This is an optimization exercise on Yosys and OpenROAD, whose aim is small area, a short achievable clock period and few clock cycles per item, not a production implementation.
At most, simulation tests tie the RTL to the original design; equivalence was not proved.
For run 2, only the layout was checked, not whether the RTL still works.

## flow/design.v (module list and top-level ports; edited modules follow where they fit)
// module cle_loop: 394 lines
// module cle_rwt: 21 lines
// module cle_x0: 18 lines
// module cle_chain: 92 lines
// module cle_bgm: 119 lines
// module cle_bg2: 83 lines
// module cle_out: 32 lines
// module cle_mul_ch: 2619 lines
// module cle_mul: 2529 lines
module cle_loop (
    input  wire        clk,
    input  wire        rst,
    input  wire        cfg_we,
    input  wire [6:0]  cfg_addr,
    input  wire [31:0] cfg_wdata,
    input  wire        ev_start,
    input  wire [31:0] ev_y,
    input  wire        ev_y_valid,
    output wire        ready,
    output wire        res_valid,
    output wire [31:0] res_u,
    output wire [31:0] res_rw,
    output wire        res_clamped,
    output wire        res_input_bad,
    output wire        res_ramping,
    output wire        res_int,
    output wire        res_limit
);
  // ...
==> flow/flow/run.sh <==
#!/bin/bash
# The standard layout (standard synthesis, floorplan, placement, CTS, routing) with ORFS's
# repair_timing asked for more setup slack than the 30 ns clock needs, so that it sizes and
# buffers the design's critical paths.  The clock, SDC and everything else are the standard flow's.
set -euo pipefail
bash standard.sh SETUP_SLACK_MARGIN=21 TNS_END_PERCENT=10 finish > flow_make.log 2>&1
==> flow/standard.sh <==
#!/bin/bash
# synth_recipe.tcl (not shown) runs the flow's synth.tcl, then flattens the netlist and writes it again
# the make line also repeats each setting of config.mk as NAME=value (left out here)
make -C /OpenROAD-flow-scripts/flow DESIGN_CONFIG=/design/flow/config.mk WORK_HOME=/design/flow/orfs CLKGATE_MAP_FILE= SYNTH_SCRIPT=/design/flow/synth_recipe.tcl "${@:-finish}"
==> flow/config.mk <==
export PLATFORM = sky130hd
export DESIGN_NAME = cle_loop
export DESIGN_NICKNAME = cle_loop
export VERILOG_FILES = /design/flow/design.v
export SDC_FILE = /design/flow/constraint.sdc
export NUM_CORES = 8
export LEC_CHECK = 0
export ABC_AREA = 1
export CAP_MARGIN = 20
export CORE_MARGIN = 2
export CORE_UTILIZATION = 46
export SLEW_MARGIN = 20
export SYNTH_HIERARCHICAL = 1
==> flow/constraint.sdc <==
create_clock -name core_clock -period 30.0 [get_ports {clk}]
set_input_delay 6.0000 -clock core_clock [delete_from_list [all_inputs] [get_ports {clk}]]
set_output_delay 6.0000 -clock core_clock [all_outputs]
set_load 0.01 [all_outputs]
==> run summary, run 1 <==
core area=718,000 um^2; Final Slew Violations=0; Reg clk slew, reported paths=0.06 ns; status=no timing/DRC/antenna violations; Worst Hold Depth=0; post-synthesis mux area share=0.230%; M1 WL=between 500 and 600 mm; inverters=~5,500; DP Cell Count=47,794; layout cells sized above 1=8.63%; post-route cell area=between 300,000 and 400,000 um^2; most frequent CP cell=buf_4; register area=90,600 um^2; Post-Route WL=1550 mm; Worst Hold End=s1e_c[16]; fin util=50.0%; CP bufs+invs=7; Synth Area in XOR/XNOR=9.75%; via count=302,298; minimum clock period=a little over 10 ns; top cell category=multi-input combinational cells; final antenna-violating net count=0; drc violations=0; grt met3 use=13.6%; Root Driver=clkbuf_16; slowest cell delay on critical path=between 0.4 and 0.5 ns; vias in the first global route=294,995; met2 routed WL=648 mm; CP endpoint kind=output pin
Testbench counts, summed over its fixed seeds: cycles 15,146, evals 2,304.
==> module cle_loop, before the edit <==
module cle_loop (
    input  wire        clk,
    input  wire        rst,
    input  wire        cfg_we,
    input  wire [6:0]  cfg_addr,
    input  wire [31:0] cfg_wdata,
    input  wire        ev_start,
    input  wire [31:0] ev_y,
    input  wire        ev_y_valid,
    output wire        ready,
    output wire        res_valid,
    output wire [31:0] res_u,
    output wire [31:0] res_rw,
    output wire        res_clamped,
    output wire        res_input_bad,
    output wire        res_ramping,
    output wire        res_int,
    output wire        res_limit
);
    localparam signed [39:0] SMAX = 40'sh7F_FFFF_FFFF;
    localparam signed [39:0] SMIN = -40'sh7F_FFFF_FFFF;
    function automatic signed [39:0] sat42(input signed [41:0] v);
        reg pos, neg;
        begin
            pos   = ~v[41] & (v[40] | v[39]);
            neg   = v[41] & (~(v[40] & v[39]) | ~(|v[38:0]));
            sat42 = pos ? SMAX : (neg ? SMIN : v[39:0]);
        end
    endfunction
    function automatic signed [39:0] sat41(input signed [40:0] v);
        reg pos, neg;
        begin
            pos   = ~v[40] & v[39];
            neg   = v[40] & (~v[39] | ~(|v[38:0]));
            sat41 = pos ? SMAX : (neg ? SMIN : v[39:0]);
        end
    endfunction
    function automatic signed [39:0] shsat(input signed [40:0] v, input [3:0] sh);
        reg signed [55:0] w;
        reg        [15:0] anyh, allh, zl;
        reg               pos, neg;
        integer           m, k;
        begin
            w = {{15{v[40]}}, v} <<< sh;
            for (m = 0; m < 16; m = m + 1) begin
                anyh[m] = 1'b0;              
                allh[m] = 1'b1;
                zl[m]   = 1'b1;              
                for (k = 0; k < 40; k = k + 1) begin
                    if (k >= 39 - m) begin
                        anyh[m] = anyh[m] | v[k];
                        allh[m] = allh[m] & v[k];
                    end else
                        zl[m] = zl[m] & ~v[k];
                end
            end
            pos   = ~v[40] & anyh[sh];              
            neg   = v[40] & ~(allh[sh] & ~zl[sh]);  
            shsat = pos ? SMAX : (neg ? SMIN : w[39:0]);
        end
    endfunction
    function automatic [47:0] benc(input [31:0] c);
        integer j;
        reg hi, md, lo;
        begin
            for (j = 0; j < 16; j = j + 1) begin
                hi = c[2*j+1];
                md = c[2*j];
                lo = (j == 0) ? 1'b0 : c[2*j-1];
                benc[j]      = md ^ lo;
                benc[16 + j] = (hi & ~md & ~lo) | (~hi & md & lo);
                benc[32 + j] = hi;
            end
        end
    endfunction
    function automatic signed [31:0] clamp32(input signed [31:0] v,
                                             input signed [31:0] lo,
                                             input signed [31:0] hi);
        if (v < lo)
            clamp32 = lo;
        else if (v > hi)
            clamp32 = hi;
        else
            clamp32 = v;
    endfunction
    reg signed [31:0] cb0 [0:7];
    reg signed [31:0] cb1 [0:7];
    reg signed [31:0] cb2 [0:7];
    reg signed [31:0] ca1 [0:7];
    reg signed [31:0] ca2 [0:7];
    reg        [3:0]  csh [0:7];
    reg        [7:0]  a1_i, a2_z, b2_z;  
    reg        [3:0]  nsec;
    reg               soft_en, invert;
    reg signed [31:0] out_min, out_max;
    reg        [31:0] slew, ramp;
    reg        [15:0] lim_n;
    reg signed [31:0] setpoint;
    reg               mode_auto;
    reg signed [31:0] man_m;
    reg signed [39:0] s1 [0:7];
    reg signed [39:0] s2 [0:7];
    reg signed [31:0] u_prev;
    reg signed [31:0] rw;
    reg               soft_pending;
    reg        [15:0] lim_cnt;
    reg               lim_armed;
    reg               ready_r;
    reg               busy;          
    reg               slow2, slow3;  
    reg               strk;          
    reg               wait1;         
    reg               stall1;        
    reg               rvalid;
    reg               bad;           
    reg               clr_d, rst_d;  
    reg        [2:0]  sec;           
    reg               last_r;        
    reg               trk_r;         
    reg signed [39:0] x;             
    reg signed [31:0] xo;            
    reg signed [31:0] xm;            
    reg signed [41:0] r_r;           
    reg        [47:0] bctl;          
    reg signed [39:0] s1c_r;         
    reg signed [39:0] s1w_r;         
    reg               byp_r;         
    reg               b0_eq3, b0_eq2;
    reg               ramping_r, int_r, slew_nz, lim_hit_r;
    reg signed [39:0] trk_t;         
    reg        [3:0]  sh_l;          
    reg signed [31:0] m_c_r;
    reg signed [33:0] slo_r, shi_r;
    reg signed [31:0] u_lo, u_hi;    
    reg               lo_slo, lo_shi, hi_slo, hi_shi;  
    reg signed [31:0] u_st;          
    reg               st, st_cl;     
    reg               bg1_v, bg1_last, bg2_v, bg2_last;
    reg        [2:0]  bg1_sec, bg2_sec;
    reg signed [31:0] c1_r, c2_r, c3_r, c4_r;
    reg signed [39:0] xb, pb, s1e_b, s1e_c;
    reg signed [39:0] t1_r, t2_r, p1_r, p2_r;
    reg               aw_en_r;
    reg signed [31:0] ur_r;          
    assign ready     = ready_r;
    assign res_valid = rvalid;
    wire [3:0] last_idx = nsec - 4'd1;
    wire       is_int   = (nsec != 4'd0) && a1_i[last_idx[2:0]] && a2_z[last_idx[2:0]] &&
                          b2_z[last_idx[2:0]];
    wire signed [31:0] rw_tgt;
    wire               rw_is_y;
    cle_rwt u_rwt (.setpoint(setpoint), .rw(rw), .ramp(ramp), .auto(mode_auto), .soft_en(soft_en),
                   .soft_pending(soft_pending), .rwt(rw_tgt), .rwy(rw_is_y));
    wire signed [39:0] x0;
    wire signed [31:0] rw_next;
    cle_x0 u_x0 (.rwt(rw_tgt), .y(ev_y), .inv(invert), .rwy(rw_is_y), .x0(x0), .rw_next(rw_next));
    wire               st_clr = rst_d || clr_d;
    wire               x0_ld  = ready_r && ev_start && ev_y_valid;
    wire               first  = busy && !slow2 && !slow3;
    wire               x_eq3  = (x[39:37] == 3'b000) || (x[39:37] == 3'b111);
    wire               x_eq2  = (x[39] == x[38]);
    wire               safe   = b0_eq3 || x_eq3 || (b0_eq2 && x_eq2);
    wire               fast   = safe && !trk_r;
    wire        [3:0]  shc    = csh[sec];
    wire signed [39:0] s1c    = byp_r ? s1w_r : s1c_r;
    wire signed [39:0] e_in   = fast ? s1c : 40'sd0;
    wire signed [39:0] t_sat  = sat41({trk_t[39], trk_t});
    wire signed [41:0] t_lo   = {{2{trk_t[39]}}, trk_t} - {2'b00, SMAX};
    wire signed [41:0] t_hi   = {{2{trk_t[39]}}, trk_t} + {2'b00, SMAX};
    wire               t_pos  = !trk_t[39] && (trk_t != 40'sd0);
    wire               t_neg  = trk_t[39];
    wire [39:0]        t_msk  = ~((40'd1 << sh_l) - 40'd1);
    wire signed [39:0] t_x    = (m_c_r == 32'sh8000_0000) ? SMIN : ({m_c_r, 8'd0} & t_msk);
    wire signed [41:0] v;
    wire signed [39:0] x_d, p_d;
    wire               done1, toslow;
    cle_chain u_ch (.bone(bctl[15:0]), .btwo(bctl[31:16]), .bneg(bctl[47:32]),
                    .x(x), .e(e_in), .sh(shc), .trk(trk_r), .t_x(t_x), .t_sat(t_sat),
                    .t_lo(t_lo), .t_hi(t_hi), .t_pos(t_pos), .t_neg(t_neg),
                    .first(first), .safe(safe), .ld0(x0_ld), .x0(x0), .lds(slow3), .x_s(x_s),
                    .ldp(slow2), .pre_s(pre_s), .hold(!busy),
                    .v(v), .x_d(x_d), .p_d(p_d), .done1(done1), .toslow(toslow));
    wire signed [39:0] b_s   = sat42(r_r);
    wire signed [40:0] d_s   = {trk_t[39], trk_t} - {b_s[39], b_s};
    wire signed [39:0] t_s   = sat41(d_s);
    wire signed [39:0] a_s   = strk ? t_s : s1c;
    wire signed [39:0] pre_s = sat41({b_s[39], b_s} + {a_s[39], a_s});
    wire signed [39:0] x_s   = shsat({pb[39], pb}, shc);
    wire               tonext = done1 || slow3;         
    wire               adv  = ((first && safe) || slow3) && !last_r;
    wire [2:0]         nsel = (!busy || last_r) ? 3'd0 : (adv ? sec + 3'd1 : sec);
    wire signed [31:0] b0n  = cb0[nsel];
    wire [2:0]         ssel = !busy ? 3'd0 : (adv ? sec + 3'd1 : sec);    
    wire               last_n = ({1'b0, nsel} == last_idx);
    wire signed [39:0] t1, t2, p1, p2;
    cle_bgm u_m1 (.c(c1_r), .x(xb), .p(t1));
    cle_bgm u_m2 (.c(c2_r), .x(xb), .p(t2));
    cle_bgm u_m3 (.c(c3_r), .x(pb), .p(p1));
    cle_bgm u_m4 (.c(c4_r), .x(pb), .p(p2));
    wire signed [39:0] s1w, s2n;
    cle_bg2 u_bg2 (.t1(t1_r), .p1(p1_r), .t2(t2_r), .p2(p2_r), .s2o(s2[bg2_sec]),
                   .s1e(s1e_c), .aw_en(bg2_last && aw_en_r), .u(u_prev), .u_raw(ur_r),
                   .s1w(s1w), .s2n(s2n));
    wire signed [31:0] u_new;
    wire               clamped;
    cle_out u_out (.u_raw(xo), .u_rawm(xm), .out_min(out_min), .out_max(out_max), .slo(slo_r), .shi(shi_r),
                   .slew_nz(slew_nz), .u_lo(u_lo), .u_hi(u_hi), .lo_slo(lo_slo), .lo_shi(lo_shi),
                   .hi_slo(hi_slo), .hi_shi(hi_shi), .u_st(u_st), .st(st), .st_cl(st_cl), .m_c(m_c_r),
                   .u(u_new), .clamped(clamped));
    assign res_u         = u_new;
    assign res_clamped   = clamped;
    assign res_limit     = clamped && lim_hit_r;
    assign res_rw        = rw;
    assign res_input_bad = bad;
    assign res_ramping   = ramping_r;
    assign res_int       = int_r;
    wire signed [31:0] m_c    = clamp32(man_m, out_min, out_max);
    wire signed [39:0] m_wide = {m_c, 8'd0};
    wire signed [33:0] slo_w  = {{2{u_prev[31]}}, u_prev} - {2'b00, slew};
    wire signed [33:0] shi_w  = {{2{u_prev[31]}}, u_prev} + {2'b00, slew};
    wire signed [33:0] omin_w = {{2{out_min[31]}}, out_min};
    wire signed [33:0] omax_w = {{2{out_max[31]}}, out_max};
    wire               sl_nz  = (slew != 32'd0);
    wire               mn_lo  = (omin_w < slo_w);
    wire               mn_hi  = (omin_w > shi_w);
    wire               mx_lo  = (omax_w < slo_w);
    wire               mx_hi  = (omax_w > shi_w);
    wire        cfg_ok = ready_r && cfg_we;
    wire [31:0] wd     = rst ? 32'd0 : cfg_wdata;
    wire        sec_wr = rst || (cfg_ok && !cfg_addr[6]);
    wire        glb_wr = rst || (cfg_ok && cfg_addr[6]);
    wire        clear  = cfg_ok && (cfg_addr == 7'h4A);
    wire signed [39:0] s1d = st_clr ? 40'sd0 : s1w;
    wire signed [39:0] s2d = st_clr ? 40'sd0 : s2n;
    integer i;
    always @(posedge clk) begin
        for (i = 0; i < 8; i = i + 1) begin
            if (sec_wr && (rst || cfg_addr[5:3] == i)) begin
                if (rst || cfg_addr[2:0] == 3'd0) cb0[i] <= wd;
                if (rst || cfg_addr[2:0] == 3'd1) cb1[i] <= wd;
                if (rst || cfg_addr[2:0] == 3'd2) begin cb2[i] <= wd; b2_z[i] <= (wd == 32'd0); end
                if (rst || cfg_addr[2:0] == 3'd3) begin ca1[i] <= wd; a1_i[i] <= (wd == 32'hC000_0000); end
                if (rst || cfg_addr[2:0] == 3'd4) begin ca2[i] <= wd; a2_z[i] <= (wd == 32'd0); end
                if (rst || cfg_addr[2:0] == 3'd5) csh[i] <= wd[3:0];
            end
            if (st_clr || (bg2_v && bg2_sec == i)) begin
                s1[i] <= s1d;
                s2[i] <= s2d;
            end
        end
        if (glb_wr) begin
            if (rst || cfg_addr[5:0] == 6'h00) nsec     <= wd[3:0];
            if (rst || cfg_addr[5:0] == 6'h01) begin soft_en <= wd[0]; invert <= wd[1]; end
            if (rst || cfg_addr[5:0] == 6'h02) out_min  <= wd;
            if (rst || cfg_addr[5:0] == 6'h03) out_max  <= wd;
            if (rst || cfg_addr[5:0] == 6'h04) slew     <= wd;
            if (rst || cfg_addr[5:0] == 6'h05) ramp     <= wd;
            if (rst || cfg_addr[5:0] == 6'h06) lim_n    <= wd[15:0];
            if (rst || cfg_addr[5:0] == 6'h07) setpoint <= wd;
            if (rst || cfg_addr[5:0] == 6'h08) mode_auto <= wd[0];
            if (rst || cfg_addr[5:0] == 6'h09) man_m    <= wd;
        end
    end
    always @(posedge clk) begin
        ramping_r <= (rw != setpoint);
        int_r     <= is_int;
        slew_nz   <= sl_nz;
        m_c_r     <= m_c;
        u_st      <= bad ? u_prev : m_c_r;
        st        <= bad || !mode_auto;
        st_cl     <= !bad;
        lo_slo    <= sl_nz && mn_lo;
        lo_shi    <= sl_nz && !mn_lo && mn_hi;
        hi_slo    <= sl_nz && mx_lo;
        hi_shi    <= sl_nz && !mx_lo && mx_hi;
        u_lo      <= (sl_nz && mn_lo) ? slo_w[31:0] : ((sl_nz && mn_hi) ? shi_w[31:0] : out_min);
        u_hi      <= (sl_nz && mx_lo) ? slo_w[31:0] : ((sl_nz && mx_hi) ? shi_w[31:0] : out_max);
        trk_t     <= m_wide >>> csh[last_idx[2:0]];
        sh_l      <= csh[last_idx[2:0]];
        slo_r     <= slo_w;
        shi_r     <= shi_w;
        lim_hit_r <= (lim_n != 16'd0) && lim_armed && (lim_cnt + 16'd1 == lim_n);
        bctl      <= benc(b0n);
        b0_eq3    <= (b0n[31:29] == 3'b000) || (b0n[31:29] == 3'b111);
        b0_eq2    <= (b0n[31] == b0n[30]);
        last_r    <= last_n;
        trk_r     <= !mode_auto && is_int && last_n;
        aw_en_r   <= mode_auto && int_r;
        ur_r      <= xm;
        c1_r      <= cb1[sec];
        c2_r      <= cb2[sec];
        c3_r      <= ca1[sec];
        c4_r      <= ca2[sec];
        t1_r      <= t1;
        t2_r      <= t2;
        p1_r      <= p1;
        p2_r      <= p2;
        s1e_c     <= s1e_b;
        bg2_sec   <= bg1_sec;
        bg2_last  <= bg1_last;
        if (first) begin
            xb       <= x;
            s1e_b    <= s1c;
            bg1_sec  <= sec;
            bg1_last <= last_r;
            r_r      <= v;
            strk     <= trk_r;
        end
        if ((first && safe) || slow3 || x0_ld)
            x  <= x_d;
        xo        <= x_d[39:8];           
        if ((first && safe && last_r) || slow3 || x0_ld)
            xm <= x_d[39:8];
        if ((first && safe) || slow2)
            pb <= p_d;
        s1c_r     <= st_clr ? 40'sd0 : s1[ssel];
        s1w_r     <= s1w;
        byp_r     <= !st_clr && bg2_v && (bg2_sec == ssel);
    end
    always @(posedge clk) begin
        rst_d <= rst;
        if (rst) begin
            u_prev <= 32'd0; rw <= 32'd0; soft_pending <= 1'b1;
            lim_cnt <= 16'd0; lim_armed <= 1'b1;
            ready_r <= 1'b1; busy <= 1'b0; slow2 <= 1'b0; slow3 <= 1'b0;
            wait1 <= 1'b0; stall1 <= 1'b0; rvalid <= 1'b0; bad <= 1'b0; clr_d <= 1'b0;
            sec <= 3'd0; bg1_v <= 1'b0; bg2_v <= 1'b0;
        end else begin
            rvalid <= 1'b0;
            wait1  <= 1'b0;
            stall1 <= 1'b0;
            clr_d  <= clear;
            if (wait1) begin
                ready_r <= 1'b1;
                rvalid  <= 1'b1;
            end
            if (stall1)
                ready_r <= 1'b1;
            if (rvalid && !bad) begin
                u_prev <= u_new;
                if (clamped) begin
                    if (lim_cnt != 16'hFFFF)
                        lim_cnt <= lim_cnt + 16'd1;
                    if (lim_hit_r)
                        lim_armed <= 1'b0;
                end else begin
                    lim_cnt   <= 16'd0;
                    lim_armed <= 1'b1;
                end
            end
            slow2 <= toslow;
            slow3 <= slow2;
            bg1_v <= tonext;
            if (tonext) begin
                if (last_r) begin
                    busy   <= 1'b0;
                    rvalid <= 1'b1;
                    if (nsec == 4'd1)
                        stall1  <= 1'b1;
                    else
                        ready_r <= 1'b1;
                end else
                    sec <= sec + 3'd1;
            end
            bg2_v <= bg1_v && !clear;
            if (x0_ld) begin
                rw  <= rw_next;
                if (mode_auto)
                    soft_pending <= 1'b0;
                sec <= 3'd0;
                if (nsec == 4'd0)
                    wait1 <= 1'b1;
                else
                    busy  <= 1'b1;
            end
            if (cfg_ok) begin
                if (cfg_addr == 7'h48 && !cfg_wdata[0])
                    soft_pending <= 1'b1;
                if (clear) begin
                    u_prev       <= 32'd0;
                    rw           <= 32'd0;
                    soft_pending <= 1'b1;
                    lim_cnt      <= 16'd0;
                    lim_armed    <= 1'b1;
                end
            end else if (ready_r && ev_start) begin
                ready_r <= 1'b0;
                bad     <= !ev_y_valid;
                if (!ev_y_valid)
                    wait1 <= 1'b1;
            end
        end
    end
endmodule
==> run 2, diff against run 1 <==
--- a/flow/design.v
+++ b/flow/design.v
@@ -9,13 +9,13 @@
     input  wire        ev_y_valid,
     output wire        ready,
     output wire        res_valid,
-    output wire [31:0] res_u,
+    output reg  [31:0] res_u,
     output wire [31:0] res_rw,
-    output wire        res_clamped,
+    output reg         res_clamped,
     output wire        res_input_bad,
     output wire        res_ramping,
     output wire        res_int,
-    output wire        res_limit
+    output reg         res_limit
 );
     localparam signed [39:0] SMAX = 40'sh7F_FFFF_FFFF;
     localparam signed [39:0] SMIN = -40'sh7F_FFFF_FFFF;
@@ -89,7 +89,6 @@
     reg signed [31:0] ca1 [0:7];
     reg signed [31:0] ca2 [0:7];
     reg        [3:0]  csh [0:7];
-    reg        [7:0]  a1_i, a2_z, b2_z;  
     reg        [3:0]  nsec;
     reg               soft_en, invert;
     reg signed [31:0] out_min, out_max;
@@ -107,109 +106,125 @@
     reg               lim_armed;
     reg               ready_r;
     reg               busy;          
-    reg               slow2, slow3;  
-    reg               strk;          
+    reg               slow2;         
     reg               wait1;         
     reg               stall1;        
     reg               rvalid;
     reg               bad;           
-    reg               clr_d, rst_d;  
+    reg               clr_d;         
     reg        [2:0]  sec;           
     reg               last_r;        
     reg               trk_r;         
     reg signed [39:0] x;             
-    reg signed [31:0] xo;            
-    reg signed [31:0] xm;            
     reg signed [41:0] r_r;           
     reg        [47:0] bctl;          
-    reg signed [39:0] s1c_r;         
-    reg signed [39:0] s1w_r;         
-    reg               byp_r;         
     reg               b0_eq3, b0_eq2;
     reg               ramping_r, int_r, slew_nz, lim_hit_r;
     reg signed [39:0] trk_t;         
-    reg        [3:0]  sh_l;          
     reg signed [31:0] m_c_r;
     reg signed [33:0] slo_r, shi_r;
-    reg signed [31:0] u_lo, u_hi;    
-    reg               lo_slo, lo_shi, hi_slo, hi_shi;  
-    reg signed [31:0] u_st;          
-    reg               st, st_cl;     
+    reg               min_lo, min_hi, max_lo, max_hi;
     reg               bg1_v, bg1_last, bg2_v, bg2_last;
     reg        [2:0]  bg1_sec, bg2_sec;
     reg signed [31:0] c1_r, c2_r, c3_r, c4_r;
     reg signed [39:0] xb, pb, s1e_b, s1e_c;
     reg signed [39:0] t1_r, t2_r, p1_r, p2_r;
-    reg               aw_en_r;
-    reg signed [31:0] ur_r;          
+    reg               aw_en_r, aw_lt_r, aw_gt_r;
     assign ready     = ready_r;
     assign res_valid = rvalid;
     wire [3:0] last_idx = nsec - 4'd1;
-    wire       is_int   = (nsec != 4'd0) && a1_i[last_idx[2:0]] && a2_z[last_idx[2:0]] &&
-                          b2_z[last_idx[2:0]];
-    wire signed [31:0] rw_tgt;
-    wire               rw_is_y;
-    cle_rwt u_rwt (.setpoint(setpoint), .rw(rw), .ramp(ramp), .auto(mode_auto), .soft_en(soft_en),
-                   .soft_pending(soft_pending), .rwt(rw_tgt), .rwy(rw_is_y));
-    wire signed [39:0] x0;
-    wire signed [31:0] rw_next;
-    cle_x0 u_x0 (.rwt(rw_tgt), .y(ev_y), .inv(invert), .rwy(rw_is_y), .x0(x0), .rw_next(rw_next));
-    wire               st_clr = rst_d || clr_d;
-    wire               x0_ld  = ready_r && ev_start && ev_y_valid;
-    wire               first  = busy && !slow2 && !slow3;
+    wire       is_int   = (nsec != 4'd0) &&
+                          (ca1[last_idx[2:0]] == 32'hC000_0000) &&
+                          (ca2[last_idx[2:0]] == 32'd0) &&
+                          (cb2[last_idx[2:0]] == 32'd0);
+    wire signed [32:0] r_diff  = {setpoint[31], setpoint} - {rw[31], rw};
+    wire signed [32:0] ramp_s  = {1'b0, ramp};
+    wire               rw_is_y = !mode_auto || (soft_en && soft_pending);
+    reg  signed [31:0] rw_tgt;
+    always @(*) begin
+        if (ramp == 32'd0)
+            rw_tgt = setpoint;
+        else if (r_diff > ramp_s)
+            rw_tgt = rw + ramp;
+        else if (r_diff < -ramp_s)
+            rw_tgt = rw - ramp;
+        else
+            rw_tgt = setpoint;
+    end
+    wire signed [31:0] rw_next = rw_is_y ? ev_y : rw_tgt;
+    wire signed [32:0] err_n   = {rw_tgt[31], rw_tgt} - {ev_y[31], ev_y};
+    wire signed [32:0] err_i   = {ev_y[31], ev_y} - {rw_tgt[31], rw_tgt};
+    wire signed [32:0] err     = invert ? err_i : err_n;
+    wire               x0_pos  = ~err[32] & err[31];
+    wire               x0_neg  = err[32] & (~err[31] | ~(|err[30:0]));
+    wire signed [39:0] x0      = rw_is_y ? 40'sd0 :
+                                 (x0_pos ? SMAX : (x0_neg ? SMIN : {err[31:0], 8'd0}));
     wire               x_eq3  = (x[39:37] == 3'b000) || (x[39:37] == 3'b111);
     wire               x_eq2  = (x[39] == x[38]);
     wire               safe   = b0_eq3 || x_eq3 || (b0_eq2 && x_eq2);
-    wire               fast   = safe && !trk_r;
+    wire               slow   = !safe || trk_r;
+    wire               commit = busy && (slow2 || !slow);
+    wire signed [39:0] s1c    = s1[sec];
     wire        [3:0]  shc    = csh[sec];
-    wire signed [39:0] s1c    = byp_r ? s1w_r : s1c_r;
-    wire signed [39:0] e_in   = fast ? s1c : 40'sd0;
-    wire signed [39:0] t_sat  = sat41({trk_t[39], trk_t});
-    wire signed [41:0] t_lo   = {{2{trk_t[39]}}, trk_t} - {2'b00, SMAX};
-    wire signed [41:0] t_hi   = {{2{trk_t[39]}}, trk_t} + {2'b00, SMAX};
-    wire               t_pos  = !trk_t[39] && (trk_t != 40'sd0);
-    wire               t_neg  = trk_t[39];
-    wire [39:0]        t_msk  = ~((40'd1 << sh_l) - 40'd1);
-    wire signed [39:0] t_x    = (m_c_r == 32'sh8000_0000) ? SMIN : ({m_c_r, 8'd0} & t_msk);
-    wire signed [41:0] v;
-    wire signed [39:0] x_d, p_d;
-    wire               done1, toslow;
-    cle_chain u_ch (.bone(bctl[15:0]), .btwo(bctl[31:16]), .bneg(bctl[47:32]),
-                    .x(x), .e(e_in), .sh(shc), .trk(trk_r), .t_x(t_x), .t_sat(t_sat),
-                    .t_lo(t_lo), .t_hi(t_hi), .t_pos(t_pos), .t_neg(t_neg),
-                    .first(first), .safe(safe), .ld0(x0_ld), .x0(x0), .lds(slow3), .x_s(x_s),
-                    .ldp(slow2), .pre_s(pre_s), .hold(!busy),
-                    .v(v), .x_d(x_d), .p_d(p_d), .done1(done1), .toslow(toslow));
+    wire signed [39:0] e_in   = slow ? 40'sd0 : s1c;
+    wire [71:0] ch_s, ch_k;
+    cle_mul_ch u_mch (.bone(bctl[15:0]), .btwo(bctl[31:16]), .bneg(bctl[47:32]),
+                      .x(x), .e(e_in), .s(ch_s), .k(ch_k));
+    wire [71:0]        ch_q  = ch_s + ch_k;
+    wire signed [41:0] v     = ch_q[71:30];        
     wire signed [39:0] b_s   = sat42(r_r);
     wire signed [40:0] d_s   = {trk_t[39], trk_t} - {b_s[39], b_s};
     wire signed [39:0] t_s   = sat41(d_s);
-    wire signed [39:0] a_s   = strk ? t_s : s1c;
-    wire signed [39:0] pre_s = sat41({b_s[39], b_s} + {a_s[39], a_s});
-    wire signed [39:0] x_s   = shsat({pb[39], pb}, shc);
-    wire               tonext = done1 || slow3;         
-    wire               adv  = ((first && safe) || slow3) && !last_r;
-    wire [2:0]         nsel = (!busy || last_r) ? 3'd0 : (adv ? sec + 3'd1 : sec);
-    wire signed [31:0] b0n  = cb0[nsel];
-    wire [2:0]         ssel = !busy ? 3'd0 : (adv ? sec + 3'd1 : sec);    
-    wire               last_n = ({1'b0, nsel} == last_idx);
-    wire signed [39:0] t1, t2, p1, p2;
-    cle_bgm u_m1 (.c(c1_r), .x(xb), .p(t1));
-    cle_bgm u_m2 (.c(c2_r), .x(xb), .p(t2));
-    cle_bgm u_m3 (.c(c3_r), .x(pb), .p(p1));
-    cle_bgm u_m4 (.c(c4_r), .x(pb), .p(p2));
-    wire signed [39:0] s1w, s2n;
-    cle_bg2 u_bg2 (.t1(t1_r), .p1(p1_r), .t2(t2_r), .p2(p2_r), .s2o(s2[bg2_sec]),
-                   .s1e(s1e_c), .aw_en(bg2_last && aw_en_r), .u(u_prev), .u_raw(ur_r),
-                   .s1w(s1w), .s2n(s2n));
-    wire signed [31:0] u_new;
-    wire               clamped;
-    cle_out u_out (.u_raw(xo), .u_rawm(xm), .out_min(out_min), .out_max(out_max), .slo(slo_r), .shi(shi_r),
-                   .slew_nz(slew_nz), .u_lo(u_lo), .u_hi(u_hi), .lo_slo(lo_slo), .lo_shi(lo_shi),
-                   .hi_slo(hi_slo), .hi_shi(hi_shi), .u_st(u_st), .st(st), .st_cl(st_cl), .m_c(m_c_r),
-                   .u(u_new), .clamped(clamped));
-    assign res_u         = u_new;
-    assign res_clamped   = clamped;
-    assign res_limit     = clamped && lim_hit_r;
+    wire signed [39:0] a_s   = trk_r ? t_s : s1c;
+    wire signed [40:0] v_s   = {b_s[39], b_s} + {a_s[39], a_s};
+    wire signed [39:0] pre_s = sat41(v_s);
+    wire signed [39:0] pre_new = slow2 ? pre_s : sat42(v);
+    wire signed [39:0] x_new   = slow2 ? shsat({pre_s[39], pre_s}, shc) : shsat(v[40:0], shc);
+    wire [2:0] nsel = (!busy || (commit && last_r)) ? 3'd0 : (commit ? sec + 3'd1 : sec);
+    wire signed [31:0] b0n = cb0[nsel];
+    wire       last_n = ({1'b0, nsel} == last_idx);
+    wire [71:0] m1s, m1k, m2s, m2k, m3s, m3k, m4s, m4k;
+    cle_mul u_m1 (.c(c1_r), .x(xb), .s(m1s), .k(m1k));
+    cle_mul u_m2 (.c(c2_r), .x(xb), .s(m2s), .k(m2k));
+    cle_mul u_m3 (.c(c3_r), .x(pb), .s(m3s), .k(m3k));
+    cle_mul u_m4 (.c(c4_r), .x(pb), .s(m4s), .k(m4k));
+    wire [71:0] m1q = m1s + m1k;
+    wire [71:0] m2q = m2s + m2k;
+    wire [71:0] m3q = m3s + m3k;
+    wire [71:0] m4q = m4s + m4k;
+    wire signed [39:0] s2o = s2[bg2_sec];
+    wire signed [39:0] d1  = sat41({t1_r[39], t1_r} - {p1_r[39], p1_r});
+    wire signed [39:0] s1n = sat41({d1[39], d1} + {s2o[39], s2o});
+    wire signed [39:0] s2n = sat41({t2_r[39], t2_r} - {p2_r[39], p2_r});
+    wire               aw  = bg2_last && aw_en_r &&
+                             ((aw_lt_r && (s1n > s1e_c)) || (aw_gt_r && (s1n < s1e_c)));
+    wire signed [39:0] s1w = aw ? s1e_c : s1n;
+    wire signed [31:0] u_raw  = x[39:8];
+    wire signed [33:0] ur_w   = {{2{u_raw[31]}}, u_raw};
+    wire               lt_min = (u_raw < out_min);
+    wire               gt_max = (u_raw > out_max);
+    wire               raw_lo = (ur_w < slo_r);
+    wire               raw_hi = (ur_w > shi_r);
+    wire               lo_sel = slew_nz && (lt_min ? min_lo : (gt_max ? max_lo : raw_lo));
+    wire               hi_sel = slew_nz && (lt_min ? min_hi : (gt_max ? max_hi : raw_hi));
+    wire signed [31:0] u_c    = lt_min ? out_min : (gt_max ? out_max : u_raw);
+    wire signed [31:0] u_auto = lo_sel ? slo_r[31:0] : (hi_sel ? shi_r[31:0] : u_c);
+    wire signed [31:0] u_new  = mode_auto ? u_auto : m_c_r;
+    wire               clamped = mode_auto ?
+                                 (lo_sel ? (slo_r[31:0] != u_raw) :
+                                  hi_sel ? (shi_r[31:0] != u_raw) : (lt_min || gt_max)) :
+                                 (m_c_r != u_raw);
+    always @(*) begin
+        if (bad) begin
+            res_u       = u_prev;
+            res_clamped = 1'b0;
+            res_limit   = 1'b0;
+        end else begin
+            res_u       = u_new;
+            res_clamped = clamped;
+            res_limit   = clamped && lim_hit_r;
+        end
+    end
     assign res_rw        = rw;
     assign res_input_bad = bad;
     assign res_ramping   = ramping_r;
@@ -220,16 +235,12 @@
     wire signed [33:0] shi_w  = {{2{u_prev[31]}}, u_prev} + {2'b00, slew};
     wire signed [33:0] omin_w = {{2{out_min[31]}}, out_min};
     wire signed [33:0] omax_w = {{2{out_max[31]}}, out_max};
-    wire               sl_nz  = (slew != 32'd0);
-    wire               mn_lo  = (omin_w < slo_w);
-    wire               mn_hi  = (omin_w > shi_w);
-    wire               mx_lo  = (omax_w < slo_w);
-    wire               mx_hi  = (omax_w > shi_w);
     wire        cfg_ok = ready_r && cfg_we;
     wire [31:0] wd     = rst ? 32'd0 : cfg_wdata;
     wire        sec_wr = rst || (cfg_ok && !cfg_addr[6]);
     wire        glb_wr = rst || (cfg_ok && cfg_addr[6]);
     wire        clear  = cfg_ok && (cfg_addr == 7'h4A);
+    wire        st_clr = rst || clr_d;
     wire signed [39:0] s1d = st_clr ? 40'sd0 : s1w;
     wire signed [39:0] s2d = st_clr ? 40'sd0 : s2n;
     integer i;
@@ -238,9 +249,9 @@
             if (sec_wr && (rst || cfg_addr[5:3] == i)) begin
                 if (rst || cfg_addr[2:0] == 3'd0) cb0[i] <= wd;
                 if (rst || cfg_addr[2:0] == 3'd1) cb1[i] <= wd;
-                if (rst || cfg_addr[2:0] == 3'd2) begin cb2[i] <= wd; b2_z[i] <= (wd == 32'd0); end
-                if (rst || cfg_addr[2:0] == 3'd3) begin ca1[i] <= wd; a1_i[i] <= (wd == 32'hC000_0000); end
-                if (rst || cfg_addr[2:0] == 3'd4) begin ca2[i] <= wd; a2_z[i] <= (wd == 32'd0); end
+                if (rst || cfg_addr[2:0] == 3'd2) cb2[i] <= wd;
+                if (rst || cfg_addr[2:0] == 3'd3) ca1[i] <= wd;
+                if (rst || cfg_addr[2:0] == 3'd4) ca2[i] <= wd;
                 if (rst || cfg_addr[2:0] == 3'd5) csh[i] <= wd[3:0];
             end
             if (st_clr || (bg2_v && bg2_sec == i)) begin
@@ -264,21 +275,15 @@
     always @(posedge clk) begin
         ramping_r <= (rw != setpoint);
         int_r     <= is_int;
-        slew_nz   <= sl_nz;
+        slew_nz   <= (slew != 32'd0);
         m_c_r     <= m_c;
-        u_st      <= bad ? u_prev : m_c_r;
-        st        <= bad || !mode_auto;
-        st_cl     <= !bad;
-        lo_slo    <= sl_nz && mn_lo;
-        lo_shi    <= sl_nz && !mn_lo && mn_hi;
-        hi_slo    <= sl_nz && mx_lo;
-        hi_shi    <= sl_nz && !mx_lo && mx_hi;
-        u_lo      <= (sl_nz && mn_lo) ? slo_w[31:0] : ((sl_nz && mn_hi) ? shi_w[31:0] : out_min);
-        u_hi      <= (sl_nz && mx_lo) ? slo_w[31:0] : ((sl_nz && mx_hi) ? shi_w[31:0] : out_max);
         trk_t     <= m_wide >>> csh[last_idx[2:0]];
-        sh_l      <= csh[last_idx[2:0]];
         slo_r     <= slo_w;
         shi_r     <= shi_w;
+        min_lo    <= (omin_w < slo_w);
+        min_hi    <= (omin_w > shi_w);
+        max_lo    <= (omax_w < slo_w);
+        max_hi    <= (omax_w > shi_w);
         lim_hit_r <= (lim_n != 16'd0) && lim_armed && (lim_cnt + 16'd1 == lim_n);
         bctl      <= benc(b0n);
         b0_eq3    <= (b0n[31:29] == 3'b000) || (b0n[31:29] == 3'b111);
@@ -286,45 +291,38 @@
         last_r    <= last_n;
         trk_r     <= !mode_auto && is_int && last_n;
         aw_en_r   <= mode_auto && int_r;
-        ur_r      <= xm;
+        aw_lt_r   <= (u_new < u_raw);
+        aw_gt_r   <= (u_new > u_raw);
         c1_r      <= cb1[sec];
         c2_r      <= cb2[sec];
         c3_r      <= ca1[sec];
         c4_r      <= ca2[sec];
-        t1_r      <= t1;
-        t2_r      <= t2;
-        p1_r      <= p1;
-        p2_r      <= p2;
+        t1_r      <= sat42(m1q[71:30]);
+        t2_r      <= sat42(m2q[71:30]);
+        p1_r      <= sat42(m3q[71:30]);
+        p2_r      <= sat42(m4q[71:30]);
         s1e_c     <= s1e_b;
         bg2_sec   <= bg1_sec;
         bg2_last  <= bg1_last;
-        if (first) begin
+        if (commit) begin
+            x        <= x_new;
             xb       <= x;
+            pb       <= pre_new;
             s1e_b    <= s1c;
             bg1_sec  <= sec;
             bg1_last <= last_r;
-            r_r      <= v;
-            strk     <= trk_r;
-        end
-        if ((first && safe) || slow3 || x0_ld)
-            x  <= x_d;
-        xo        <= x_d[39:8];           
-        if ((first && safe && last_r) || slow3 || x0_ld)
-            xm <= x_d[39:8];
-        if ((first && safe) || slow2)
-            pb <= p_d;
-        s1c_r     <= st_clr ? 40'sd0 : s1[ssel];
-        s1w_r     <= s1w;
-        byp_r     <= !st_clr && bg2_v && (bg2_sec == ssel);
+        end else if (busy)
+            r_r <= v;
+        if (ready_r && ev_start && ev_y_valid)
+            x <= x0;
     end
     always @(posedge clk) begin
-        rst_d <= rst;
         if (rst) begin
             u_prev <= 32'd0; rw <= 32'd0; soft_pending <= 1'b1;
             lim_cnt <= 16'd0; lim_armed <= 1'b1;
-            ready_r <= 1'b1; busy <= 1'b0; slow2 <= 1'b0; slow3 <= 1'b0;
-            wait1 <= 1'b0; stall1 <= 1'b0; rvalid <= 1'b0; bad <= 1'b0; clr_d <= 1'b0;
-            sec <= 3'd0; bg1_v <= 1'b0; bg2_v <= 1'b0;
+            ready_r <= 1'b1; busy <= 1'b0; slow2 <= 1'b0; wait1 <= 1'b0;
+            stall1 <= 1'b0; rvalid <= 1'b0; bad <= 1'b0; clr_d <= 1'b0; sec <= 3'd0;
+            bg1_v <= 1'b0; bg2_v <= 1'b0;
         end else begin
             rvalid <= 1'b0;
             wait1  <= 1'b0;
@@ -348,31 +346,24 @@
                     lim_armed <= 1'b1;
                 end
             end
-            slow2 <= toslow;
-            slow3 <= slow2;
-            bg1_v <= tonext;
-            if (tonext) begin
-                if (last_r) begin
-                    busy   <= 1'b0;
-                    rvalid <= 1'b1;
-                    if (nsec == 4'd1)
-                        stall1  <= 1'b1;
-                    else
-                        ready_r <= 1'b1;
+            bg1_v <= 1'b0;
+            if (busy) begin
+                if (commit) begin
+                    slow2 <= 1'b0;
+                    bg1_v <= 1'b1;
+                    if (last_r) begin
+                        busy   <= 1'b0;
+                        rvalid <= 1'b1;
+                        if (nsec == 4'd1)
+                            stall1  <= 1'b1;
+                        else
+                            ready_r <= 1'b1;
+                    end else
+                        sec <= sec + 3'd1;
                 end else
-                    sec <= sec + 3'd1;
+                    slow2 <= 1'b1;
             end
             bg2_v <= bg1_v && !clear;
-            if (x0_ld) begin
-                rw  <= rw_next;
-                if (mode_auto)
-                    soft_pending <= 1'b0;
-                sec <= 3'd0;
-                if (nsec == 4'd0)
-                    wait1 <= 1'b1;
-                else
-                    busy  <= 1'b1;
-            end
             if (cfg_ok) begin
                 if (cfg_addr == 7'h48 && !cfg_wdata[0])
                     soft_pending <= 1'b1;
@@ -386,377 +377,20 @@
             end else if (ready_r && ev_start) begin
                 ready_r <= 1'b0;
                 bad     <= !ev_y_valid;
-                if (!ev_y_valid)
+                if (ev_y_valid) begin
+                    rw  <= rw_next;
+                    if (mode_auto)
+                        soft_pending <= 1'b0;
+                    sec <= 3'd0;
+                end
+                if (!ev_y_valid || nsec == 4'd0)
                     wait1 <= 1'b1;
+                else
+                    busy  <= 1'b1;
             end
         end
     end
 endmodule
-module cle_rwt (
-    input  wire signed [31:0] setpoint, rw,
-    input  wire        [31:0] ramp,
-    input  wire               auto, soft_en, soft_pending,
-    output reg  signed [31:0] rwt,
-    output wire               rwy
-);
-    wire signed [32:0] r_diff = {setpoint[31], setpoint} - {rw[31], rw};
-    wire signed [32:0] ramp_s = {1'b0, ramp};
-    always @(*) begin
-        if (ramp == 32'd0)
-            rwt = setpoint;
-        else if (r_diff > ramp_s)
-            rwt = rw + ramp;
-        else if (r_diff < -ramp_s)
-            rwt = rw - ramp;
-        else
-            rwt = setpoint;
-    end
-    assign rwy = !auto || (soft_en && soft_pending);
-endmodule
-module cle_x0 (
-    input  wire signed [31:0] rwt,
-    input  wire signed [31:0] y,
-    input  wire               inv,
-    input  wire               rwy,
-    output wire signed [39:0] x0,
-    output wire signed [31:0] rw_next
-);
-    localparam signed [39:0] SMAX = 40'sh7F_FFFF_FFFF;
-    localparam signed [39:0] SMIN = -40'sh7F_FFFF_FFFF;
-    wire signed [32:0] err_n = {rwt[31], rwt} - {y[31], y};
-    wire signed [32:0] err_i = {y[31], y} - {rwt[31], rwt};
-    wire signed [32:0] err   = inv ? err_i : err_n;
-    wire               pos   = ~err[32] & err[31];
-    wire               neg   = err[32] & (~err[31] | ~(|err[30:0]));
-    assign x0      = rwy ? 40'sd0 : (pos ? SMAX : (neg ? SMIN : {err[31:0], 8'd0}));
-    assign rw_next = rwy ? y : rwt;
-endmodule
-module cle_chain (
-    input  wire        [15:0] bone, btwo, bneg,
-    input  wire signed [39:0] x,
-    input  wire signed [39:0] e,
-    input  wire        [3:0]  sh,
-    input  wire               trk,
-    input  wire signed [39:0] t_x, t_sat,
-    input  wire signed [41:0] t_lo, t_hi,
-    input  wire               t_pos, t_neg,
-    input  wire               first, safe,
-    input  wire               ld0, lds, ldp, hold,
-    input  wire signed [39:0] x0, x_s, pre_s,
-    output wire signed [41:0] v,
-    output wire signed [39:0] x_d, p_d,
-    output wire               done1, toslow
-);
-    localparam signed [39:0] SMAX = 40'sh7F_FFFF_FFFF;
-    localparam signed [39:0] SMIN = -40'sh7F_FFFF_FFFF;
-    function automatic signed [39:0] sat42(input signed [41:0] v);
-        reg pos, neg;
-        begin
-            pos   = ~v[41] & (v[40] | v[39]);
-            neg   = v[41] & (~(v[40] & v[39]) | ~(|v[38:0]));
-            sat42 = pos ? SMAX : (neg ? SMIN : v[39:0]);
-        end
-    endfunction
-    function automatic signed [39:0] sat41(input signed [40:0] v);
-        reg pos, neg;
-        begin
-            pos   = ~v[40] & v[39];
-            neg   = v[40] & (~v[39] | ~(|v[38:0]));
-            sat41 = pos ? SMAX : (neg ? SMIN : v[39:0]);
-        end
-    endfunction
-    function automatic signed [39:0] shsat(input signed [40:0] v, input [3:0] sh);
-        reg signed [55:0] w;
-        reg        [15:0] anyh, allh, zl;
-        reg               pos, neg;
-        integer           m, k;
-        begin
-            w = {{15{v[40]}}, v} <<< sh;
-            for (m = 0; m < 16; m = m + 1) begin
-                anyh[m] = 1'b0;              
-                allh[m] = 1'b1;
-                zl[m]   = 1'b1;              
-                for (k = 0; k < 40; k = k + 1) begin
-                    if (k >= 39 - m) begin
-                        anyh[m] = anyh[m] | v[k];
-                        allh[m] = allh[m] & v[k];
-                    end else
-                        zl[m] = zl[m] & ~v[k];
-                end
-            end
-            pos   = ~v[40] & anyh[sh];              
-            neg   = v[40] & ~(allh[sh] & ~zl[sh]);  
-            shsat = pos ? SMAX : (neg ? SMIN : w[39:0]);
-        end
-    endfunction
-    function automatic [47:0] benc(input [31:0] c);
-        integer j;
-        reg hi, md, lo;
-        begin
-            for (j = 0; j < 16; j = j + 1) begin
-                hi = c[2*j+1];
-                md = c[2*j];
-                lo = (j == 0) ? 1'b0 : c[2*j-1];
-                benc[j]      = md ^ lo;
-                benc[16 + j] = (hi & ~md & ~lo) | (~hi & md & lo);
-                benc[32 + j] = hi;
-            end
-        end
-    endfunction
-    function automatic signed [31:0] clamp32(input signed [31:0] v,
-                                             input signed [31:0] lo,
-                                             input signed [31:0] hi);
-        if (v < lo)
-            clamp32 = lo;
-        else if (v > hi)
-            clamp32 = hi;
-        else
-            clamp32 = v;
-    endfunction
-    wire [71:0] s, k;
-    cle_mul_ch u_mul (.bone(bone), .btwo(btwo), .bneg(bneg), .x(x), .e(e), .s(s), .k(k));
-    wire [71:0] q = s + k;
-    assign v = q[71:30];
-    wire miss = trk && ((t_pos && (v < t_lo)) || (t_neg && (v > t_hi)));
-    assign x_d    = ld0 ? x0 : (lds ? x_s : (hold ? x : (trk ? t_x : shsat(v[40:0], sh))));
-    assign p_d    = ldp ? pre_s : (trk ? t_sat : sat42(v));
-    assign done1  = first && safe && !miss;
-    assign toslow = first && (!safe || miss);
-endmodule
-module cle_bgm (
-    input  wire signed [31:0] c,
-    input  wire signed [39:0] x,
-    output wire signed [39:0] p
-);
-    localparam signed [39:0] SMAX = 40'sh7F_FFFF_FFFF;
-    localparam signed [39:0] SMIN = -40'sh7F_FFFF_FFFF;
-    function automatic signed [39:0] sat42(input signed [41:0] v);
-        reg pos, neg;
-        begin
-            pos   = ~v[41] & (v[40] | v[39]);
-            neg   = v[41] & (~(v[40] & v[39]) | ~(|v[38:0]));
-            sat42 = pos ? SMAX : (neg ? SMIN : v[39:0]);
-        end
-    endfunction
-    function automatic signed [39:0] sat41(input signed [40:0] v);
-        reg pos, neg;
-        begin
-            pos   = ~v[40] & v[39];
-            neg   = v[40] & (~v[39] | ~(|v[38:0]));
-            sat41 = pos ? SMAX : (neg ? SMIN : v[39:0]);
-        end
-    endfunction
-    function automatic signed [39:0] shsat(input signed [40:0] v, input [3:0] sh);
-        reg signed [55:0] w;
-        reg        [15:0] anyh, allh, zl;
-        reg               pos, neg;
-        integer           m, k;
-        begin
-            w = {{15{v[40]}}, v} <<< sh;
-            for (m = 0; m < 16; m = m + 1) begin
-                anyh[m] = 1'b0;              
-                allh[m] = 1'b1;
-                zl[m]   = 1'b1;              
-                for (k = 0; k < 40; k = k + 1) begin
-                    if (k >= 39 - m) begin
-                        anyh[m] = anyh[m] | v[k];
-                        allh[m] = allh[m] & v[k];
-                    end else
-                        zl[m] = zl[m] & ~v[k];
-                end
-            end
-            pos   = ~v[40] & anyh[sh];              
-            neg   = v[40] & ~(allh[sh] & ~zl[sh]);  
-            shsat = pos ? SMAX : (neg ? SMIN : w[39:0]);
-        end
-    endfunction
-    function automatic [47:0] benc(input [31:0] c);
-        integer j;
-        reg hi, md, lo;
-        begin
-            for (j = 0; j < 16; j = j + 1) begin
-                hi = c[2*j+1];
-                md = c[2*j];
-                lo = (j == 0) ? 1'b0 : c[2*j-1];
-                benc[j]      = md ^ lo;
-                benc[16 + j] = (hi & ~md & ~lo) | (~hi & md & lo);
-                benc[32 + j] = hi;
-            end
-        end
-    endfunction
-    function automatic signed [31:0] clamp32(input signed [31:0] v,
-                                             input signed [31:0] lo,
-                                             input signed [31:0] hi);
-        if (v < lo)
-            clamp32 = lo;
-        else if (v > hi)
-            clamp32 = hi;
-        else
-            clamp32 = v;
-    endfunction
-    function automatic [41:0] cpa_hi(input [71:0] a, input [71:0] b);
-        reg [71:0] g, p;
-        reg [31:0] lg, lp;
-        reg [41:0] ug, up, ng, np;
-        reg        c30;
-        reg [41:0] cy;
-        integer    i, l, w;
-        begin
-            g = a & b;
-            p = a ^ b;
-            lg = {2'b00, g[29:0]};
-            lp = {2'b11, p[29:0]};
-            w  = 32;
-            for (l = 0; l < 5; l = l + 1) begin
-                for (i = 0; i < 16; i = i + 1) begin
-                    if (i < w / 2) begin
-                        lg[i] = lg[2*i+1] | (lp[2*i+1] & lg[2*i]);
-                        lp[i] = lp[2*i+1] & lp[2*i];
-                    end
-                end
-                w = w / 2;
-            end
-            c30 = lg[0];
-            ug = g[71:30];
-            up = p[71:30];
-            for (l = 1; l < 64; l = l * 2) begin
-                ng = ug;
-                np = up;
-                for (i = 0; i < 42; i = i + 1) begin
-                    if (i >= l) begin
-                        ng[i] = ug[i] | (up[i] & ug[i-l]);
-                        np[i] = up[i] & up[i-l];
-                    end
-                end
-                ug = ng;
-                up = np;
-            end
-            for (i = 0; i < 42; i = i + 1)
-                cy[i] = ug[i] | (up[i] & c30);           
-            cpa_hi[0] = p[30] ^ c30;
-            for (i = 1; i < 42; i = i + 1)
-                cpa_hi[i] = p[30+i] ^ cy[i-1];
-        end
-    endfunction
-    wire [71:0] s, k;
-    cle_mul u_mul (.c(c), .x(x), .s(s), .k(k));
-    assign p = sat42(cpa_hi(s, k));
-endmodule
-module cle_bg2 (
-    input  wire signed [39:0] t1, p1, t2, p2, s2o, s1e,
-    input  wire               aw_en,
-    input  wire signed [31:0] u, u_raw,
-    output wire signed [39:0] s1w, s2n
-);
-    localparam signed [39:0] SMAX = 40'sh7F_FFFF_FFFF;
-    localparam signed [39:0] SMIN = -40'sh7F_FFFF_FFFF;
-    function automatic signed [39:0] sat42(input signed [41:0] v);
-        reg pos, neg;
-        begin
-            pos   = ~v[41] & (v[40] | v[39]);
-            neg   = v[41] & (~(v[40] & v[39]) | ~(|v[38:0]));
-            sat42 = pos ? SMAX : (neg ? SMIN : v[39:0]);
-        end
-    endfunction
-    function automatic signed [39:0] sat41(input signed [40:0] v);
-        reg pos, neg;
-        begin
-            pos   = ~v[40] & v[39];
-            neg   = v[40] & (~v[39] | ~(|v[38:0]));
-            sat41 = pos ? SMAX : (neg ? SMIN : v[39:0]);
-        end
-    endfunction
-    function automatic signed [39:0] shsat(input signed [40:0] v, input [3:0] sh);
-        reg signed [55:0] w;
-        reg        [15:0] anyh, allh, zl;
-        reg               pos, neg;
-        integer           m, k;
-        begin
-            w = {{15{v[40]}}, v} <<< sh;
-            for (m = 0; m < 16; m = m + 1) begin
-                anyh[m] = 1'b0;              
-                allh[m] = 1'b1;
-                zl[m]   = 1'b1;              
-                for (k = 0; k < 40; k = k + 1) begin
-                    if (k >= 39 - m) begin
-                        anyh[m] = anyh[m] | v[k];
-                        allh[m] = allh[m] & v[k];
-                    end else
-                        zl[m] = zl[m] & ~v[k];
-                end
-            end
-            pos   = ~v[40] & anyh[sh];              
-            neg   = v[40] & ~(allh[sh] & ~zl[sh]);  
-            shsat = pos ? SMAX : (neg ? SMIN : w[39:0]);
-        end
-    endfunction
-    function automatic [47:0] benc(input [31:0] c);
-        integer j;
-        reg hi, md, lo;
-        begin
-            for (j = 0; j < 16; j = j + 1) begin
-                hi = c[2*j+1];
-                md = c[2*j];
-                lo = (j == 0) ? 1'b0 : c[2*j-1];
-                benc[j]      = md ^ lo;
-                benc[16 + j] = (hi & ~md & ~lo) | (~hi & md & lo);
-                benc[32 + j] = hi;
-            end
-        end
-    endfunction
-    function automatic signed [31:0] clamp32(input signed [31:0] v,
-                                             input signed [31:0] lo,
-                                             input signed [31:0] hi);
-        if (v < lo)
-            clamp32 = lo;
-        else if (v > hi)
-            clamp32 = hi;
-        else
-            clamp32 = v;
-    endfunction
-    wire signed [40:0] dd   = {t1[39], t1} - {p1[39], p1};
-    wire               dpos = ~dd[40] & dd[39];
-    wire               dneg = dd[40] & (~dd[39] | ~(|dd[38:0]));
-    wire signed [41:0] c0   = {{2{t1[39]}}, t1} - {{2{p1[39]}}, p1} + {{2{s2o[39]}}, s2o};
-    wire signed [40:0] c1   = {s2o[39], s2o} + {1'b0, SMAX};
-    wire signed [40:0] c2   = {s2o[39], s2o} + {1'b1, SMIN};
-    wire signed [39:0] s1n  = dpos ? sat41(c1) : (dneg ? sat41(c2) : sat42(c0));
-    wire               aw   = aw_en && (((u < u_raw) && (s1n > s1e)) || ((u > u_raw) && (s1n < s1e)));
-    assign s1w = aw ? s1e : s1n;
-    assign s2n = sat41({t2[39], t2} - {p2[39], p2});
-endmodule
-module cle_out (
-    input  wire signed [31:0] u_raw, u_rawm, out_min, out_max,
-    input  wire signed [33:0] slo, shi,
-    input  wire               slew_nz,
-    input  wire signed [31:0] u_lo, u_hi,
-    input  wire               lo_slo, lo_shi, hi_slo, hi_shi,
-    input  wire signed [31:0] u_st,
-    input  wire               st, st_cl,
-    input  wire signed [31:0] m_c,
-    output wire signed [31:0] u,
-    output wire               clamped
-);
-    wire signed [33:0] ur_w   = {{2{u_raw[31]}}, u_raw};
-    wire               lt_min = (u_raw < out_min);
-    wire               gt_max = (u_raw > out_max);
-    wire               raw_lo = slew_nz && (ur_w < slo);
-    wire               raw_hi = slew_nz && (ur_w > shi);
-    wire               eq_slo = (u_raw == slo[31:0]);
-    wire               eq_shi = (u_raw == shi[31:0]);
-    wire               eq_mc  = (u_raw == m_c);
-    wire               o_lo   = !st && lt_min;
-    wire               o_hi   = !st && !lt_min && gt_max;
-    wire               o_slo  = !st && !lt_min && !gt_max && raw_lo;
-    wire               o_shi  = !st && !lt_min && !gt_max && !raw_lo && raw_hi;
-    wire               o_raw  = !st && !lt_min && !gt_max && !raw_lo && !raw_hi;
-    assign u       = ({32{st}} & u_st) | ({32{o_lo}} & u_lo) | ({32{o_hi}} & u_hi) |
-                     ({32{o_slo}} & slo[31:0]) | ({32{o_shi}} & shi[31:0]) | ({32{o_raw}} & u_rawm);
-    assign clamped = (st && st_cl && !eq_mc) ||
-                     (o_lo && (lo_slo ? !eq_slo : (lo_shi ? !eq_shi : 1'b1))) ||
-                     (o_hi && (hi_slo ? !eq_slo : (hi_shi ? !eq_shi : 1'b1))) ||
-                     (o_slo && !eq_slo) || (o_shi && !eq_shi);
-endmodule
 module cle_mul_ch (
     input [15:0] bone,
     input [15:0] btwo,
==> flow/run.sh (new file) <==
#!/bin/bash
# synth_recipe.tcl (not shown) runs the flow's synth.tcl, then flattens the netlist and writes it again
# the make line also repeats each setting of config.mk as NAME=value (left out here)
make -C /OpenROAD-flow-scripts/flow DESIGN_CONFIG=/design/flow/config.mk WORK_HOME=/design/flow/orfs CLKGATE_MAP_FILE= SYNTH_SCRIPT=/design/flow/synth_recipe.tcl finish
--- a/flow/config.mk
+++ b/flow/config.mk
@@ -8,6 +8,5 @@
 export ABC_AREA = 1
 export CAP_MARGIN = 20
 export CORE_MARGIN = 2
-export CORE_UTILIZATION = 46
+export CORE_UTILIZATION = 45
 export SLEW_MARGIN = 20
-export SYNTH_HIERARCHICAL = 1
removed: flow/flow/run.sh
removed: flow/standard.sh
==> run summary, run 2 <==
status=no timing/DRC/antenna violations; WL/cell=32.0 um; ys flop type=edfxtp_1; type of origin of the critical path=flop; Ys Warns=9; minimum clock period=16.54 ns (+6.36 ns); Hold Vio Cnt, Final=0; final antenna-violating net count=0 (unchanged); GR Overflow Total=0; met2 usage=between 50 and 60%; largest net degree at the start of global routing=between 100 and 150; clock skew=0.194 ns; Max FO, Critical Path=40; later-pin clock latency in the skew report=1.14 ns; top cell type's share of synthesized area=24.7%; Compound-Gate Fraction of Synth Area=16.7%; Mean Syn Cell Area=9.15 um^2; post-route cell area=311,000 um^2 (-13%); largest family of logic cells by synthesized area=adder cells; most frequent CP cell=nand2_1; die width=804 um; layout cells sized above 1=6.18% (-2.4 points); Root Driver=clkbuf_16; Hold WS=0.315 ns; Reg2Reg Depth=between 90 and 100; initial DRC count=34,050; postcts setup bufs=0; worst path arrival time=17.24 ns; Adder-Cell Fraction of Synth Area=roughly 25%; Synth Area in XOR/XNOR=11.4% (+1.6 points); post-placement cell area=300,000 um^2; fmax=60.5 MHz; H-tree levels=5; grt met3 use=12.6% (-1.0 points); DRT Pass-1 Iters=10; post_cts resized=0; clk sinks=3,001; Synth area leaders=edfxtp_1, fa_1, xor2_1, o22ai_1, ha_1; DP HPWL=881 mm; Reg clk slew, reported paths=0.06 ns (about the same); busiest grt layer=met2; CP endpoint kind=flop; first-pass GRT wire length=1790 mm; initial antenna violation count=96; CTS Hold Bufs=0; via count=252,411 (-17%); most common cell in the netlist=inv_1; final setup violation count=0; deepest clock path buffer count=4; vias in the first global route=249,228 (-16%); maxcap violations=0; TritonCTS clock tree=built; fin crit share=55.1%; core area=640,000 um^2 (-11%); GPL Wtd Cong=1.01; Post-Synthesis Cells=approximately 32,000; Die ar.=647,000 um^2; most frequent cells in the layout=inv_1, nand2_1, xor2_1; Row Count=just under 300; layout net count=approximately 35,000; Top Registers=s1 (320), s2 (320); Initial Utilization=45.1%; GRT Util Overall=37.8%; post-synthesis sequential area ratio=between 20 and 30%; Post-synth top cells=inv_1, nand2_1, xor2_1, o22ai_1, fa_1; I/O pin count=147; critical path's slowest cell=inv_1; Post-synth EDFFs=2,373; setup TNS=0 ns; slew at the pin with the worst max-slew slack=1.44 ns; CTS Buf Count=332; asr flop ratio synth=0%; Yosys top cell by area=edfxtp_1; Mapped Area=288,000 um^2; Hold Crit Class=flop to flop; Critical Path RT=30.70 ns; post-synthesis mux area share=0.344% (+0.11 points); Final Slew Violations=0 (unchanged); post-synthesis cell type count=79; flops & latches, synth=around 3,000; Slew headroom=4.04%; Worst Hold Depth=0 (unchanged); RSZ-0062 raised after global routing=no; PortBufs=146; area grow syn2layout=8.02%; GR met1 Demand/Resource=about 48%; slowest cell delay on critical path=0.58 ns (+0.15 ns); Worst Setup Path Type=flop to flop; die height=~800 um; vias per std cell=6.41; drc violations=0 (unchanged); Post-Route WL=1260 mm (-19%); commonest non-fill, non-tap cell in the layout=inv_1; simple-gate share of the synthesized area=9.06%
[run 2: logic make-up (layout without fill, tap and decap cells)]
kind of cell	count (synthesis)	in the layout
AO/OA/AOI/OAI	7866	7866
XOR/XNOR	3746	3746
flip-flops	3001	3001
buffers and inverters	6285	5641
adder cells (fa/ha/maj)	4205	4205
other	0	63
multiplexers	99	99
AND/OR/NAND/NOR	6313	6313
[run 2: area by class of cell]
| class | instances | area [um^2] |
|---|---|---|
| Multi-Input combinational cell | 22229 | 183000 |
| Clock inverter | 175 | 2180 |
| Tap cell | 8436 | 10600 |
| Timing Repair Buffer | 958 | 7680 |
| Sequential cell | 3001 | 83800 |
| Antenna cell | 63 | 158 |
| Fill cell | 60011 | 328000 |
| Clock buffer | 445 | 9130 |
| Inverter | 4063 | 15300 |
[run 2: path summary, 6_finish.rpt]
check / to / slack [ns] / start
setup / recovery: s1[1][37] / 13.46 / t1_r[0]
hold / removal: s1e_c[6] / 0.31 / s1e_b[6]
setup reg to reg: s1[1][37] / 13.46 / t1_r[0]
hold reg to reg: s1e_c[6] / 0.31 / s1e_b[6]
[run 2: worst max-delay path: cells and delay by family, from the launching register on]
| family | cells | cell delay [ns] |
|---|---|---|
| simple gates | 35 | 3.28 |
| xor+xnor | 3 | 0.67 |
| fa+ha+maj | 4 | 1.28 |
| buf+inv | 11 | 2.42 |
| flops | 1 | 0.30 |
| compound gates | 40 | 8.17 |
[run 2: per-stage QoR]
stage / utilization, % / worst slack (ns) / std cells
final: 48.7 / 13.46 / 39370
after global routing: 48.7 / 11.88 / 39315
after CTS: 48.6 / 13.58 / 39302
after detailed placement: 46.9 / 13.67 / 38682
after global placement: 46.9 / 13.32 / 38676
after floorplan: - / 17.65 / 31515
[run 2: layer usage]
metal,wire (um),share of wire [%],vias up
met1,468000,37,123657
li1,-,-,105933
met2,515000,41,18377
met5,1060,0.084,-
met3,170000,13,4372
met4,106000,8.4,72

## static timing again, ports no longer ideal
No port has a modelled driver above. Below, the same layouts with a new extraction and two added sets of constraints.
Step 1, drivers: a clkbuf_16 drives clk and a buf_2 each remaining input, both assumed.
Step 2 adds t to the input delays and takes it off the output delays; t is the mean of the earliest and latest rising clock arrival at the registers after step 1. Input paths then give back, and output paths get back, about the clock's delay inside the block.
a / b / c = ideal ports / drivers / drivers and shift; a / b = the first two.
| run | t, ns | setup WS [ns] | worst setup path after step 2 | worst slew at a driven data input, ns | cell pins on the clock port's net |
|---|---|---|---|---|---|
| run 1 | 1.206 | 19.826 / 19.682 / 19.764 | input to register | 0.05 | 1 |
| run 2 | 1.185 | 13.462 / 13.462 / 13.462 | register to register | 0.25 | 1 |
After both steps setup and hold are still met in every run listed. For run 1, which loses most, drivers alone change the setup slack by -0.144 ns; drivers and shift together by -0.062 ns.
